This design comes from an exercise in tuning for small area, a short achievable clock period and few clock cycles on the open sky130 flow, not from production work.
The RTL was checked by simulation tests, not by an equivalence proof against the original design.

==> inputs of run a <==
Design blk_blend, start of the top module:
module blk_blend (
    input  wire        clk,
    input  wire        rst,
    input  wire        in_valid,
    output wire        in_ready,
    input  wire        in_per_pixel,
    input  wire [19:0] in_alpha,
    input  wire [79:0] in_src,
    input  wire [79:0] in_dst,
    output wire        out_valid,
    input  wire        out_ready,
    output wire [79:0] out_pix
);
    reg        stall;           
    reg        rdy;             
    reg        v0, v1, v2, v3;  
    reg        ov, kv;          
    reg [79:0] opix, kpix;
    wire [79:0] res;
    assign in_ready  = rdy;
    assign out_valid = ov;
    assign out_pix   = opix;
    wire o_free = !ov || out_ready;
    wire arrive = !stall && v3;
    wire kv_nx  = kv ? !o_free : (arrive && !o_free);
    always @(posedge clk) begin
        if (rst) begin
            stall <= 1'b0;
            rdy <= 1'b1;
            v0 <= 1'b0; v1 <= 1'b0; v2 <= 1'b0; v3 <= 1'b0;
            ov <= 1'b0; kv <= 1'b0;
        end else begin
            if (!stall) begin
                v0 <= in_valid;
                v1 <= v0;
                v2 <= v1;
                v3 <= v2;
            end
            if (o_free) ov <= kv || arrive;
            kv  <= kv_nx;
            stall <= kv_nx;
            rdy <= !kv_nx;
        end
        if (o_free) opix <= kv ? kpix : res;
        if (!kv) kpix <= res;
    end
    wire [19:0] ax = in_per_pixel ? in_src[19:0] : 20'hfffff;
    wire ie1_0 = ax[0] ^ 1'b0;
    wire ie2_0 = (ax[1] & ~ax[0] & ~1'b0) | (~ax[1] & ax[0] & 1'b0);
    wire ien_0 = ax[1];
    wire ie1_1 = ax[2] ^ ax[1];
    wire ie2_1 = (ax[3] & ~ax[2] & ~ax[1]) | (~ax[3] & ax[2] & ax[1]);
    wire ien_1 = ax[3];
    wire ie1_2 = ax[4] ^ ax[3];
    wire ie2_2 = (ax[5] & ~ax[4] & ~ax[3]) | (~ax[5] & ax[4] & ax[3]);
    wire ien_2 = ax[5];
    wire ie1_3 = ax[6] ^ ax[5];
    wire ie2_3 = (ax[7] & ~ax[6] & ~ax[5]) | (~ax[7] & ax[6] & ax[5]);
    wire ien_3 = ax[7];
    wire ie1_4 = ax[8] ^ ax[7];
    wire ie2_4 = (ax[9] & ~ax[8] & ~ax[7]) | (~ax[9] & ax[8] & ax[7]);
    wire ien_4 = ax[9];
    wire ie1_5 = ax[10] ^ ax[9];
    wire ie2_5 = (ax[11] & ~ax[10] & ~ax[9]) | (~ax[11] & ax[10] & ax[9]);
    wire ien_5 = ax[11];
    wire ie1_6 = ax[12] ^ ax[11];
  ...
Settings: LEC_CHECK=0, ABC_AREA=1, CAP_MARGIN=20, CORE_MARGIN=2, CORE_UTILIZATION=50, PLACE_DENSITY=0.65, SLEW_MARGIN=20, SYNTH_HIERARCHICAL=1, SYNTH_MINIMUM_KEEP_SIZE=0; clock period 14.0 ns.
standard.sh (not shown) runs the stock make flow with config.mk's settings and CLKGATE_MAP_FILE= SYNTH_SCRIPT=/design/flow/synth_recipe.tcl, a recipe that flattens the netlist after the stock synthesis.
==> flow/flow/run.sh <==
#!/bin/bash
# The standard layout, with two changes to how it is made (the constraints
# themselves are unchanged):
#  - the resizer's setup repair aims for more slack than the period needs;
#  - every port still gets a buffer, but a plain buf_2 rather than the
#    delay-cell buffer that buffer_ports picks on its own.
# make's output goes to make_finish.log; each ORFS step keeps its own log
# under orfs/logs.
set -euo pipefail
cd "$(dirname "$0")/.."
bash standard.sh finish SETUP_SLACK_MARGIN=9.9 \
    "BUFFER_PORTS_ARGS=-buffer_cell sky130_fd_sc_hd__buf_2" > make_finish.log 2>&1
==> run b (differences from run a) <==
--- a/flow/design.v
+++ b/flow/design.v
@@ -6,45 +6,45 @@
     input  wire        in_per_pixel,
     input  wire [19:0] in_alpha,
     input  wire [79:0] in_src,
     input  wire [79:0] in_dst,
     output wire        out_valid,
     input  wire        out_ready,
     output wire [79:0] out_pix
 );
-    reg        stall;           
-    reg        rdy;             
+    reg        adv;             
+    reg        busy;            
     reg        v0, v1, v2, v3;  
     reg        ov, kv;          
     reg [79:0] opix, kpix;
     wire [79:0] res;
-    assign in_ready  = rdy;
+    assign in_ready  = !busy;
     assign out_valid = ov;
     assign out_pix   = opix;
     wire o_free = !ov || out_ready;
-    wire arrive = !stall && v3;
+    wire arrive = adv && v3;
     wire kv_nx  = kv ? !o_free : (arrive && !o_free);
     always @(posedge clk) begin
         if (rst) begin
-            stall <= 1'b0;
-            rdy <= 1'b1;
+            adv <= 1'b1;
+            busy <= 1'b0;
             v0 <= 1'b0; v1 <= 1'b0; v2 <= 1'b0; v3 <= 1'b0;
             ov <= 1'b0; kv <= 1'b0;
         end else begin
-            if (!stall) begin
+            if (adv) begin
                 v0 <= in_valid;
                 v1 <= v0;
                 v2 <= v1;
                 v3 <= v2;
             end
             if (o_free) ov <= kv || arrive;
             kv  <= kv_nx;
-            stall <= kv_nx;
-            rdy <= !kv_nx;
+            adv <= !kv_nx;
+            busy <= kv_nx;
         end
         if (o_free) opix <= kv ? kpix : res;
         if (!kv) kpix <= res;
     end
     wire [19:0] ax = in_per_pixel ? in_src[19:0] : 20'hfffff;
     wire ie1_0 = ax[0] ^ 1'b0;
     wire ie2_0 = (ax[1] & ~ax[0] & ~1'b0) | (~ax[1] & ax[0] & 1'b0);
     wire ien_0 = ax[1];
@@ -77,17 +77,17 @@
     wire ien_9 = ax[19];
     wire ie1_10 = 1'b0 ^ ax[19];
     wire ie2_10 = (1'b0 & ~1'b0 & ~ax[19]) | (~1'b0 & 1'b0 & ax[19]);
     wire ien_10 = 1'b0;
     reg [19:0] al0;
     reg [79:20] s0;
     reg [79:0] d0;
     reg [10:0] q1_0, q2_0, qn_0;
-    always @(posedge clk) if (!stall) begin
+    always @(posedge clk) if (adv) begin
         al0 <= in_alpha;
         s0  <= in_src[79:20];
         d0  <= in_dst;
         q1_0[0] <= ie1_0; q2_0[0] <= ie2_0; qn_0[0] <= ien_0;
         q1_0[1] <= ie1_1; q2_0[1] <= ie2_1; qn_0[1] <= ien_1;
         q1_0[2] <= ie1_2; q2_0[2] <= ie2_2; qn_0[2] <= ien_2;
         q1_0[3] <= ie1_3; q2_0[3] <= ie2_3; qn_0[3] <= ien_3;
         q1_0[4] <= ie1_4; q2_0[4] <= ie2_4; qn_0[4] <= ien_4;
@@ -772,17 +772,17 @@
     wire [39:0] tp_r0 = {tp_c207, tp_c206, tp_c205, tp_c204, tp_c203, tp_c202, tp_c201, tp_c200, tp_c199, tp_c198, tp_c197, tp_c196, tp_c195, tp_c194, tp_c193, tp_c192, tp_c191, tp_c190, tp_c189, tp_c188, tp_c187, tp_c186, tp_c185, tp_c184, tp_c183, tp_c182, tp_c181, tp_c180, tp_c179, tp_c178, tp_c177, tp_c176, tp_c175, tp_c174, tp_c173, tp_c172, tp_c171, tp_s171, tp_b0_p1, qn_0[0]};
     wire [39:0] tp_r1 = {tp_s208, tp_s207, tp_s206, tp_s205, tp_s204, tp_s203, tp_s202, tp_s201, tp_s200, tp_s199, tp_s198, tp_s197, tp_s196, tp_s195, tp_s194, tp_s193, tp_s192, tp_s191, tp_s190, tp_s189, tp_s188, tp_s187, tp_s186, tp_s185, tp_s184, tp_s183, tp_s182, tp_s181, tp_s180, tp_s179, tp_s178, tp_s177, tp_s176, tp_s175, tp_s174, tp_s173, tp_s172, tp_b1_p0, 1'b0, tp_b0_p0};
     wire [20:0] er = {1'b0, s0[79:60]} - {1'b0, d0[79:60]};
     wire [20:0] eg = {1'b0, s0[59:40]} - {1'b0, d0[59:40]};
     wire [20:0] eb = {1'b0, s0[39:20]} - {1'b0, d0[39:20]};
     reg [39:0] ac0, ac1;
     reg [20:0] er1, eg1, eb1;
     reg [79:0] d1;
-    always @(posedge clk) if (!stall) begin
+    always @(posedge clk) if (adv) begin
         ac0 <= tp_r0;
         ac1 <= tp_r1;
         er1 <= er;
         eg1 <= eg;
         eb1 <= eb;
         d1  <= d0;
     end
     wire [19:0] aq;
@@ -819,17 +819,17 @@
     wire ae2_9 = (aa[19] & ~aa[18] & ~aa[17]) | (~aa[19] & aa[18] & aa[17]);
     wire aen_9 = aa[19];
     wire ae1_10 = 1'b0 ^ aa[19];
     wire ae2_10 = (1'b0 & ~1'b0 & ~aa[19]) | (~1'b0 & 1'b0 & aa[19]);
     wire aen_10 = 1'b0;
     reg [10:0] a1_2, a2_2, an_2;
     reg [20:0] er2, eg2, eb2;
     reg [79:0] d2;
-    always @(posedge clk) if (!stall) begin
+    always @(posedge clk) if (adv) begin
         er2 <= er1;
         eg2 <= eg1;
         eb2 <= eb1;
         d2  <= d1;
         a1_2[0] <= ae1_0; a2_2[0] <= ae2_0; an_2[0] <= aen_0;
         a1_2[1] <= ae1_1; a2_2[1] <= ae2_1; an_2[1] <= aen_1;
         a1_2[2] <= ae1_2; a2_2[2] <= ae2_2; an_2[2] <= aen_2;
         a1_2[3] <= ae1_3; a2_2[3] <= ae2_3; an_2[3] <= aen_3;
@@ -3870,17 +3870,17 @@
     blk_fa u_ta_s248 (.a(ta_s170), .b(ta_c207), .c(ta_s208), .s(ta_s248), .co(ta_c248));
     wire ta_s249, ta_c249;
     blk_fa u_ta_s249 (.a(ta_c170), .b(ta_s209), .c(ta_c208), .s(ta_s249), .co(ta_c249));
     wire ta_s250, ta_c250;
     blk_fa u_ta_s250 (.a(ta_b9_s), .b(ta_c209), .c(ta_s210), .s(ta_s250), .co(ta_c250));
     wire [39:0] ta_r0 = {ta_c249, ta_c248, ta_c247, ta_c246, ta_c245, ta_c244, ta_c243, ta_c242, ta_c241, ta_c240, ta_c239, ta_c238, ta_c237, ta_c236, ta_c235, ta_c234, ta_c233, ta_c232, ta_c231, ta_c230, ta_c229, ta_c228, ta_c227, ta_c226, ta_c225, ta_c224, ta_c223, ta_c222, ta_c221, ta_c220, ta_c219, ta_c218, ta_c217, ta_c216, ta_c215, ta_c214, ta_c213, ta_c212, ta_c211, ta_s211};
     wire [39:0] ta_r1 = {ta_s250, ta_s249, ta_s248, ta_s247, ta_s246, ta_s245, ta_s244, ta_s243, ta_s242, ta_s241, ta_s240, ta_s239, ta_s238, ta_s237, ta_s236, ta_s235, ta_s234, ta_s233, ta_s232, ta_s231, ta_s230, ta_s229, ta_s228, ta_s227, ta_s226, ta_s225, ta_s224, ta_s223, ta_s222, ta_s221, ta_s220, ta_s219, ta_s218, ta_s217, ta_s216, ta_s215, ta_s214, ta_s213, ta_s212, ta_s172};
     reg [39:0] cr0, cr1, cg0, cg1, cb0, cb1, ca0, ca1;
-    always @(posedge clk) if (!stall) begin
+    always @(posedge clk) if (adv) begin
         cr0 <= tr_r0; cr1 <= tr_r1;
         cg0 <= tg_r0; cg1 <= tg_r1;
         cb0 <= tb_r0; cb1 <= tb_r1;
         ca0 <= ta_r0; ca1 <= ta_r1;
     end
     blk_fix u_fr (.c0(cr0), .c1(cr1), .q(res[79:60]));
     blk_fix u_fg (.c0(cg0), .c1(cg1), .q(res[59:40]));
     blk_fix u_fb (.c0(cb0), .c1(cb1), .q(res[39:20]));
==> metrics.sh <==
STATUS='complete, no violations'
CELL_COUNT_AFTER_PLACEMENT=11400
AREA_GROWTH_PCT=16.5
GRT_UTIL_MET2=0.441
GRT_UTIL_ALL_LAYERS=0.310
SYN_AVG_CELL_AREA_UM2=10.6
N_FILL_CELL=15600
HTREEDEPTH=4
SYNTH.TOP_CELL.AREA_SHARE=0.307
CRITPATHREQUIREDTIME_NS=14.56
CRIT-REG2REG-LAUNCH='ac0[20]$_DFFE_PP_'
SYNTHESIS.INSTANCES=9074
CP.DEPTH=23
CRIT_PATH_CELL_TRACE='ha_1, nand2_1, nor2_1, nand2_2, nor2_2, nand2_4, nand2_4, inv_2, fa_2, inv_2, ha_4, inv_2, nor2_2, nand4_1, nor2_1, nand2_2, nand2_4, nand2_8, nand2_8, nand2_1, nand2_1, nor2_2, mux2_4'
CPLARGESTDELAYFAMILY='simple AND/OR/NAND/NOR gates'
WORSTREG2REGEND='a2_2[2]$_DFFE_PP_'
WORSTSETUPPATHTYPE='register to register'
[end of results for run b]
==> metrics.sh <==
GRT_UTIL_ALL_LAYERS=0.312
STATUS='complete, no violations'
CRITPATHREQUIREDTIME_NS=11.20
AREA_GROWTH_PCT=15.9
N_FILL_CELL=15500
CRIT_PATH_CELL_TRACE='buf_2'
SYNTH.TOP_CELL.AREA_SHARE=0.311
WORSTREG2REGEND='opix[39]$_DFFE_PN_'
CPLARGESTDELAYFAMILY='flip-flops'
CRIT-REG2REG-LAUNCH='ca1[0]$_DFFE_PN_'
CP.DEPTH=1
[end of results for run a]
Testbench counts of run a, summed over its fixed seeds: cycles 12,040.
Testbench counts of run b, summed over its fixed seeds: cycles 12,040.

-- afterwards: timing with drivers on the ports --
The flow's constraints put no driver on any port. The routed layouts listed below were extracted and timed again, unchanged, in two steps.
Step 1 sets driving cells, clkbuf_16 on the clock port and buf_2 on the other inputs (assumed; they add their load-dependent delay and slew).
Step 2 times the ports against the registers' clock, not the clock port: input delays grow and output delays shrink by t, the midpoint of the rising clock arrivals with the driver on.
a / b / c = ideal / step 1 / step 2; a / b = the first two.
| run | shift t [ns] | setup WS [ns] | clock arrival spread, ns | worst register clock-pin slew, ns | worst data-port slew with drivers (ns) |
|---|---|---|---|---|---|
| run a | 0.869 | 9.706 / 9.617 / 9.770 | 0.061 / 0.060 | 0.08 / 0.08 | 0.04 |
| run b | 0.897 | 9.727 / 9.663 / 9.727 | 0.037 / 0.037 | 0.07 / 0.07 | 0.06 |
After both steps every run listed still meets setup and hold.
